What follows belongs to an exercise in optimizing a design on an open flow for small area, a short achievable clock period and few clock cycles per item; a production flow would make more cautious choices.
RTL that was checked went through simulation tests only; none was proved equivalent to the original.
No activity file was given, so power comes from the tool's default toggle rates.

// kf_tss_check
module kf_tss_check (
    input  wire         clk,
    input  wire         rst,
    input  wire         in_valid,
    output wire         in_ready,
    input  wire         in_seq_stopped,
    input  wire         in_pin_owned,
    input  wire [31:0]  in_period,
    input  wire [319:0] in_entry,
    output wire         out_valid,
    output wire [15:0]  out_status,
    output wire [3:0]   out_field
);
    assign in_ready = 1'b1;
    wire [31:0] off  [0:7];
    wire [15:0] slot [0:3];
    genvar g;
    generate
        for (g = 0; g < 8; g = g + 1) begin : g_off
            assign off[g] = in_entry[32*g +: 32];
        end
        for (g = 0; g < 4; g = g + 1) begin : g_slot
            assign slot[g] = in_entry[256 + 16*g +: 16];
        end
    endgenerate
    integer i, k;
    function ge32(input [31:0] a, input [31:0] b);
        reg [31:0] G, P;
        integer s, j;
        begin
            G = a & ~b;
            P = a | ~b;
            G[0] = P[0];
            for (s = 1; s < 32; s = s * 2)
                for (j = 0; j < 32; j = j + 2 * s) begin
                    G[j] = G[j+s] | (P[j+s] & G[j]);
                    P[j] = P[j+s] & P[j];
                end
            ge32 = G[0];
        end
    endfunction
    function near_cs(input [31:0] a, input [31:0] b, input integer m);
        reg [32:0] S, V, G, P;
        integer s, j;
        begin
            for (j = 0; j < 33; j = j + 1) begin
                if (j == 32) S[j] = 1'b0;
  ...
Size in the first run: roughly 1,700 cells after synthesis, about 40 flip-flops, ~13,000 sq um of cells after synthesis.
Settings: LEC_CHECK=0, CAP_MARGIN=20, CORE_MARGIN=2, CORE_UTILIZATION=40, PLACE_DENSITY=0.6, SLEW_MARGIN=20; clock period 7.0 ns.
run.sh (not shown) runs the stock make flow with config.mk's settings and CLKGATE_MAP_FILE= SYNTH_SCRIPT=/design/flow/synth_recipe.tcl, a recipe that flattens the netlist after the stock synthesis.
Testbench counts at the start, summed over its fixed seeds: cycles 24,016, items 24,000.
Change:
==> flow/flow/run.sh (new file) <==
#!/bin/bash
# The standard layout (standard.sh), with the ports buffered by the smallest buffer
# (sky130_fd_sc_hd__buf_1) instead of the one buffer_ports picks by default.
set -euo pipefail
export BUFFER_PORTS_ARGS="-buffer_cell sky130_fd_sc_hd__buf_1"
bash standard.sh > standard.log 2>&1
==> flow/standard.sh (new file) <==
#!/bin/bash
# synth_recipe.tcl (not shown) runs the flow's synth.tcl, then flattens the netlist and writes it again
# the make line also repeats each setting of config.mk as NAME=value (left out here)
make -C /OpenROAD-flow-scripts/flow DESIGN_CONFIG=/design/flow/config.mk WORK_HOME=/design/flow/orfs CLKGATE_MAP_FILE= SYNTH_SCRIPT=/design/flow/synth_recipe.tcl "${@:-finish}"
removed: flow/run.sh
Routed wire length decreases by 7.4%.
Setup slack gets better by 420 ps.
Final area drops by 13%.
Hold slack barely changes.
Via count went down by 1.5%.
Total power came out lower by 7.5%.
Synthesized area does not change.
Global-route usage goes down by 2.5 points.
Maximum frequency rises by 9.3%.
Change:
--- a/flow/config.mk
+++ b/flow/config.mk
@@ -11,0 +12 @@
+export SETUP_SLACK_MARGIN = 3.5
Outcome: Clock-buffer cell count does not change. Wire length grows by 4.9%. Critical path depth grows by 7. Via count grows by 3.0%. Hold slack got worse by 23 ps.
Change:
==> flow/run.sh (new file) <==
#!/bin/bash
# synth_recipe.tcl (not shown) runs the flow's synth.tcl, then flattens the netlist and writes it again
# the make line also repeats each setting of config.mk as NAME=value (left out here)
make -C /OpenROAD-flow-scripts/flow DESIGN_CONFIG=/design/flow/config.mk WORK_HOME=/design/flow/orfs CLKGATE_MAP_FILE= SYNTH_SCRIPT=/design/flow/synth_recipe.tcl finish
removed: flow/flow/run.sh
removed: flow/standard.sh
Sequential share of layout area goes down by 0.70 points.
Via count goes up by 3.4%.
Fmax goes down by 0.98%.
Synthesized area is unchanged.
Global-route usage goes up by 2.1 points.
Setup slack is worse by 38 ps.
Power goes up by 12%.
Sequential power is about the same.

---

Another version of the RTL of kf_tss_check (not shown whole).
For scale: ~2100 cells after synthesis, ~51 flip-flops, ~380 I/O pins, ~15000 um^2 of cells after synthesis.
Design kf_tss_check, start of the top module:
module kf_tss_check (
    input  wire         clk,
    input  wire         rst,
    input  wire         in_valid,
    output wire         in_ready,
    input  wire         in_seq_stopped,
    input  wire         in_pin_owned,
    input  wire [31:0]  in_period,
    input  wire [319:0] in_entry,
    output wire         out_valid,
    output wire [15:0]  out_status,
    output wire [3:0]   out_field
);
==> flow/config.mk <==
export PLATFORM = sky130hd
export DESIGN_NAME = kf_tss_check
export DESIGN_NICKNAME = kf_tss_check
export VERILOG_FILES = /design/flow/design.v
export SDC_FILE = /design/flow/constraint.sdc
export NUM_CORES = 4
export LEC_CHECK = 0
export CAP_MARGIN = 20
export CORE_MARGIN = 2
export CORE_UTILIZATION = 60
export PLACE_DENSITY = 0.7
export SETUP_SLACK_MARGIN = 4.5
export SLEW_MARGIN = 20
export SYNTH_HIERARCHICAL = 1
export SYNTH_MINIMUM_KEEP_SIZE = 0
export TNS_END_PERCENT = 0
==> flow/constraint.sdc <==
create_clock -name core_clock -period 7.0 [get_ports {clk}]
set_input_delay 1.4000 -clock core_clock [delete_from_list [all_inputs] [get_ports {clk}]]
set_output_delay 1.4000 -clock core_clock [all_outputs]
set_load 0.01 [all_outputs]
standard.sh (not shown) runs the stock make flow with config.mk's settings and CLKGATE_MAP_FILE= SYNTH_SCRIPT=/design/flow/synth_recipe.tcl, a recipe that flattens the netlist after the stock synthesis.
==> flow/flow/run.sh <==
#!/bin/bash
# The standard layout (standard.sh), with the ports buffered by the smallest buffer
# (sky130_fd_sc_hd__buf_1) instead of the one buffer_ports picks by default.
set -euo pipefail
export BUFFER_PORTS_ARGS="-buffer_cell sky130_fd_sc_hd__buf_1"
bash standard.sh > standard.log 2>&1
The first run produced a clean layout.
Then changed:
--- a/flow/config.mk
+++ b/flow/config.mk
@@ -11,3 +11,3 @@
 export PLACE_DENSITY = 0.7
-export SETUP_SLACK_MARGIN = 4.5
+export SETUP_SLACK_MARGIN = 4.0
 export SLEW_MARGIN = 20
@@ -15,2 +15 @@
 export SYNTH_MINIMUM_KEEP_SIZE = 0
-export TNS_END_PERCENT = 0
=>
- final area shrinks by 1.7%
- via count fell by 1.4%
- clock power goes up by about 2%
- worst hold slack is better by 0.013 ns
- wire length drops by 1.0%
- synthesized area does not change
Function was not checked in any run of this note: the RTL went through the layout flow alone.

[static timing again, ports no longer ideal]
Ports are ideal in the flow. The routed layouts listed here were re-timed in OpenROAD. Step 1: set_driving_cell puts a clkbuf_16 on clk and a buf_2 on each other input, an assumption about the parent block. Step 2, shift: input delay + t, output delay - t, t = (earliest + latest rising clock arrival at the registers) / 2. This alone moves slack from input paths to output paths. Three values: ideal, step 1, step 2; two values: the first two.
run | t (ns) | slack for setup (ns) | worst setup path after step 2 | pins driven straight from the clock port
the first run of note 1 | 0.337 | 2.084 / 2.104 / 1.767 | input to register | 1
the second run of note 1 | 0.336 | 2.501 / 2.474 / 2.138 | input to register | 1
the third run of note 1 | 0.329 | 3.132 / 3.057 / 2.728 | input to register | 1
the fourth run of note 1 | 0.330 | 3.094 / 3.091 / 2.762 | input to register | 1
the first run of note 2 | 0.335 | 4.080 / 4.079 / 3.744 | input to register | 1
the second run of note 2 | 0.337 | 4.018 / 4.003 / 3.666 | input to register | 1
After both steps setup and hold are still met in every run listed. The setup slack of the third run of note 1, which loses most, moves by -0.075 ns with the drivers and by -0.404 ns with both steps.
